From an optimization exercise on the open Yosys and OpenROAD flow, aimed at small area, a short achievable clock period and few clock cycles per item; shortcuts taken in it are not production practice. Function was not checked in any run shown here: the RTL went through the layout flow alone. Power figures rest on the tool's default switching activity, not on a simulated workload.

==> flow/design.v (outline; a module is shown in full before it is edited, if it fits) <==
// module aligned_sum16: 261 lines
// module mul_tree: 1889 lines
module aligned_sum16 (
    input  wire        clk,
    input  wire        rst,           
    input  wire        in_valid,
    output wire        in_ready,
    input  wire [31:0] in_a,
    input  wire [31:0] in_b,
    output reg         out_valid,
    output reg  [31:0] out_result,
    output reg  [5:0]  out_flush,     
    output wire [4:0]  out_inf        
);
  // ...
==> flow/run.sh <==
#!/bin/bash
# synth_recipe.tcl (not shown) runs the flow's synth.tcl, then flattens the netlist and writes it again
# the make line also repeats each setting of config.mk as NAME=value (left out here)
make -C /OpenROAD-flow-scripts/flow DESIGN_CONFIG=/design/flow/config.mk WORK_HOME=/design/flow/orfs CLKGATE_MAP_FILE= SYNTH_SCRIPT=/design/flow/synth_recipe.tcl finish
==> flow/config.mk <==
export PLATFORM = sky130hd
export DESIGN_NAME = aligned_sum16
export DESIGN_NICKNAME = aligned_sum16
export VERILOG_FILES = /design/flow/design.v
export SDC_FILE = /design/flow/constraint.sdc
export NUM_CORES = 4
export LEC_CHECK = 0
export ABC_CLOCK_PERIOD_IN_PS = 3500
export CAP_MARGIN = 20
export CORE_MARGIN = 2
export CORE_UTILIZATION = 40
export SETUP_SLACK_MARGIN = 5
export SLEW_MARGIN = 20
==> flow/constraint.sdc <==
create_clock -name core_clock -period 14.0 [get_ports {clk}]
set_input_delay 2.8000 -clock core_clock [delete_from_list [all_inputs] [get_ports {clk}]]
set_output_delay 2.8000 -clock core_clock [all_outputs]
set_load 0.01 [all_outputs]
==> out/metrics.csv, run 1 <==
stage,metric,value,unit
layout,multi-input combinational area share,46.3,%
worst_hold_path,hold depth,0,
global_routing,busiest grt layer,met2,
layout,P&R area growth vs syn,11.5,%
outcome,status,no timing/DRC/antenna violations,
clocking,clock sink count,1081,
global_routing,gr ovfl total,0,
pwr,Final Power,0.0105,W
synthesis,Synth Area in Compound Gates,16.5,%
sta,PnR worst setup slack,8.74,ns
floorplan,Die Width,367,um
detailed_routing,via count,39038,
flow_run,max-cap viol count,0,
global_routing,Total Routing Usage GR,19.2,%
clocking,clk slew on worst S/H paths,0.06,ns
global_routing,largest net degree at the start of global routing,94,
sta,Max-slew headroom,29.7,%
synthesis,Adder-Cell Fraction of Synth Area,14.7,%
setup_path,crit path cell chain,"buf_4, nand2_1, a211oi_1, o21ai_0, fa_1, inv_1, fa_1, inv_1, fa_1, inv_1, fa_1, fa_1",
setup_path,WP data required,14.58,ns
floorplan,Rows,133,
sta,TNS Setup,0,ns
layout,layout cells sized above 1,6.70,%
place,placed instance area,0.0552,sq mm
sta,Final setup viols,0,
setup_path,r2r setup slk,8.74,ns
setup_path,"slowest stage delay, CP",0.66,ns
layout,seq_cells,1081,
clocking,clock tree root buffer cell,clkbuf_16,
global_routing,GRT met2 Usage,30.8,%
synthesis,syn_area_per_cell,9.33,sq um
==> run 2: changes to the inputs <==
==> flow/flow/run.sh (new file) <==
#!/bin/bash
set -euo pipefail
bash standard.sh SETUP_SLACK_MARGIN=10 finish > flow_standard.log 2>&1
==> flow/standard.sh (new file) <==
#!/bin/bash
# synth_recipe.tcl (not shown) runs the flow's synth.tcl, then flattens the netlist and writes it again
# the make line also repeats each setting of config.mk as NAME=value (left out here)
make -C /OpenROAD-flow-scripts/flow DESIGN_CONFIG=/design/flow/config.mk WORK_HOME=/design/flow/orfs CLKGATE_MAP_FILE= SYNTH_SCRIPT=/design/flow/synth_recipe.tcl "${@:-finish}"
removed: flow/run.sh
==> out/metrics.csv, run 2 <==
stage,metric,value,unit,change
outcome,status,no timing/DRC/antenna violations,,
detailed_routing,DRT Pass-1 Iters,7,,
pwr,Cell Pwr Density,175,mW/mm^2,
clocking,H-Tree Depth,3,,
synthesis,"flops & latches, synth",1081,,
layout,Layout fillers,11759,,
floorplan,IO Count,112,,
clocking,CTS tree,built,,
global_routing,gr ovfl total,0,,unchanged
sta,TNS Setup,0,ns,unchanged
global_routing,largest net degree at the start of global routing,71,,-24%
synthesis,synthesized cell area,0.0528,sq mm,
setup_path,WP data required,14.58,ns,about the same
setup_path,crit end category,flop,,
pwr,Peak VDD IR,0.144,mV,
setup_path,slowest CP cell,fa_1,,
synthesis,top_reg_cell synth,dfxtp_1,,
clocking,worst-skew pair later-pin latency,0.74,ns,
layout,Reg with most FFs,ring,,
detailed_routing,wire length per cell,20.0,um,
layout,"most common cell after layout, fill and taps aside",dfxtp_1,,
sta,Final min period,4.11,ns,
sta,WHS,0.290,ns,
detailed_routing,via count,42128,,+7.9%
detailed_routing,Post-Route WL,153000,um,
place,GP Congestion,0.916,,
global_routing,antenna violations before repair,2,,
sta,fin crit share,29.4,%,
floorplan,Die Ht,367,um,
clocking,clk slew on worst S/H paths,0.06,ns,about the same
layout,area of the multi-input gates,0.0292,sq mm,
setup_path,"Max FO, Critical Path",8,,
place,I/O Buffers,111,,
synthesis,"Seq/Total Area, Yosys",43.0,%,
detailed_routing,initial DRC count,4583,,
floorplan,Die Width,367,um,unchanged
setup_path,"slowest stage delay, CP",0.61,ns,-0.05 ns
sta,Max-slew headroom,29.5,%,-0.20 points
synthesis,Post-synth top cells,"dfxtp_1 (974), nor2_1 (557), nand2_1 (503)",,
layout,max reg flops,576,,
clocking,total CTS buffers,108,,
synthesis,"top cells by area, synth","dfxtp_1 (37%), fa_1 (9.5%), edfxtp_1 (6.1%)",,
synthesis,"EDFF count, synth",107,,
synthesis,syn_area_per_cell,9.33,sq um,unchanged
synthesis,Synth cell types,79,,
floorplan,Rows,133,,unchanged
setup_path,FF-to-FF path depth,14,,
synthesis,post-synth top area share,36.9,%,
layout,biggest regs,"ring: 576 flops, s1_x: 48 flops, s1_y: 47 flops",,
setup_path,crit path capture,s1_x[31],,
detailed_routing,via/cell ratio,5.51,,
synthesis,Mapped Cells,5665,,
clocking,clock sink count,1081,,unchanged
layout,Reg area,0.0229,sq mm,
layout,nets,6293,,
sta,Worst-Margin Slew,1.06,ns,
clocking,clock tree root buffer cell,clkbuf_16,,
layout,layout cells sized above 1,18.6,%,+12 points
global_routing,first-pass GRT wire length,226000,um,
synthesis,Syn Nets,6159,,
floorplan,Die Area,0.135,sq mm,
setup_path,Critical Path AT,4.69,ns,
setup_path,FF-to-FF End,s1_x[31],,
sta,clk_skew,0.0540,ns,
sta,Max Transition Viols Final,0,,
floorplan,Initial Util,40.2,%,
layout,most frequent cells in the layout,"dfxtp_1 (912), nor2_1 (515), nand2_1 (485), a21oi_1 (383), inv_1 (287)",,
setup_path,Critical Path Start,s0_b[10],,
synthesis,Yosys top cell by area,dfxtp_1,,
sta,Final setup viols,0,,unchanged
layout,P&R area growth vs syn,23.6,%,
global_routing,Total Routing Usage GR,21.1,%,+1.9 points
floorplan,area of the core,0.131,sq mm,
synthesis,"count leader, synth",dfxtp_1,,
clocking,Post-CTS Hold Fix Bufs,0,,
sta,number of hold violations in the final report,0,,
clocking,maximum root-to-sink buffer count,3,,
worst_hold_path,class of the worst hold path,flop to flop,,
setup_path,Worst Setup Start Kind,flop,,
synthesis,"FFs w/ async S/R, synth",0,%,
pwr,Leak,26.5,nW,
sta,Max Fclk,243,MHz,
global_routing,vias in the first global route,39358,,
detailed_routing,Detail Route Antenna Nets,0,,
place,DP HPWL,91800,um,
synthesis,Syn. warnings,2,,
detailed_routing,DRC Markers,0,,
setup_path,RR Startpoint,s0_b[10],,
setup_path,critical path class,flop to flop,,
flow_run,max-cap viol count,0,,unchanged
setup_path,r2r setup slk,9.89,ns,+1.15 ns
setup_path,crit path cell chain,"buf_12, buf_4, buf_4, a21oi_1, o21ai_1, o21ai_2, fa_1, inv_2, fa_1, inv_2, fa_1, inv_2, fa_2, fa_2",,
sta,RSZ-0062 raised after global routing,yes,,
run 2: cell counts after synthesis:
Identical to the previous run, type by type.
run 2: logic make-up after synthesis:
group                      Yosys count  share of synthesized area [%]
DFF                               1081                           43.0
AOI/OAI and AO/OA                 1404                           16.5
adders and majority gates          482                           14.7
muxes                              154                           3.30
buffers and inverters              770                           5.51
and+or+nand+nor                   1526                           12.9
xor gates and xnor gates           248                           4.11
run 2: routing by layer:
metal	routed length, um	up-vias	global-route usage (%)	share of wire (%)
met2	70100	1973	34.2	46
li1	-	19730	-	-
met5	13	-	0	0.0085
met3	13300	544	4.10	8.7
met4	9160	2	10.7	6.0
met1	60800	19879	26.8	40
run 2: timing repair:
| action | 4_1_cts | 5_1_grt |
|---|---|---|
| setup endpoints to repair | 186 | 127 |
| buffers inserted | 118 | 80 |
| gates cloned | 45 | 26 |
| resized for setup | 653 | 351 |
| pin swaps | 74 | 156 |
run 2: how the worst min path moves through the flow:
stage | start | to | cells past startpoint
after global routing | ring[13][27] | ring[12][27] | 0
after CTS | ring[7][27] | ring[6][27] | 0
after floorplan | ring[1][0] | ring[0][0] | 0
after detailed placement | ring[13][35] | ring[12][35] | 0
final | ring[1][6] | ring[0][6] | 0
after global placement | ring[5][9] | ring[4][9] | 0
run 2: final cells by class:
class | count | share of cell area (%)
clock inverters | 63 | 1.23
inverters | 346 | 2.16
clock buffers | 138 | 4.58
multi-input cells | 3819 | 44.8
diodes | 1 | 0.00383
flip-flops and latches | 1081 | 35.0
repair buffers | 443 | 8.85
well taps | 1755 | 3.36
run 2: critical path, delay by kind of cell, from the launching register on:
kind	cells	cell delay, ns
compound gates	3	0.38
fa+ha+maj	5	2.63
buf+inv	6	0.57
flops	1	0.40
run 2: report_power, final:
group / internal [W] / switching, W
sequential: 0.00359 / 0.000192
combinational: 0.00199 / 0.00264
clock: 0.00171 / 0.00127
total: 0.00730 / 0.00411
run 2: per-stage QoR:
stage          instances  instance area, sq um  setup slack (ns)  util (%)  total power, W
2_1_floorplan       5665                 53200              9.97         -         0.00650
3_3_place_gp        7175                 55300              8.90      42.1         0.00759
3_5_place_dp        7175                 55300              8.82      42.1         0.00765
4_1_cts             7539                 62900              9.83      47.9          0.0111
5_1_grt             7645                 65300              9.78      49.7          0.0121
6_report            7646                 65300              9.89      49.7          0.0114

port drivers added, routing unchanged:
No port has a modelled driver above. Below, the same layouts with a new extraction and two added sets of constraints. Step 1: set_driving_cell puts a clkbuf_16 on clk and a buf_2 on each other input, an assumption about the parent block. Step 2, shift: input delay + t, output delay - t, t = (earliest + latest rising clock arrival at the registers) / 2. This alone moves slack from input paths to output paths. Three values: ideal ports, drivers, drivers and shift; two values: the first two.
run	t, ns	setup slack, ns	worst hold slack (ns)	worst setup path after step 2
run 1	0.778	8.737 / 8.737 / 8.737	0.283 / 0.283 / 0.283	register to register
run 2	0.784	9.890 / 9.828 / 9.535	0.290 / 0.290 / 0.290	input to register
After both steps every run listed still meets setup and hold. The setup slack of run 2, which loses most, moves by -0.062 ns with the drivers and by -0.355 ns with both steps.
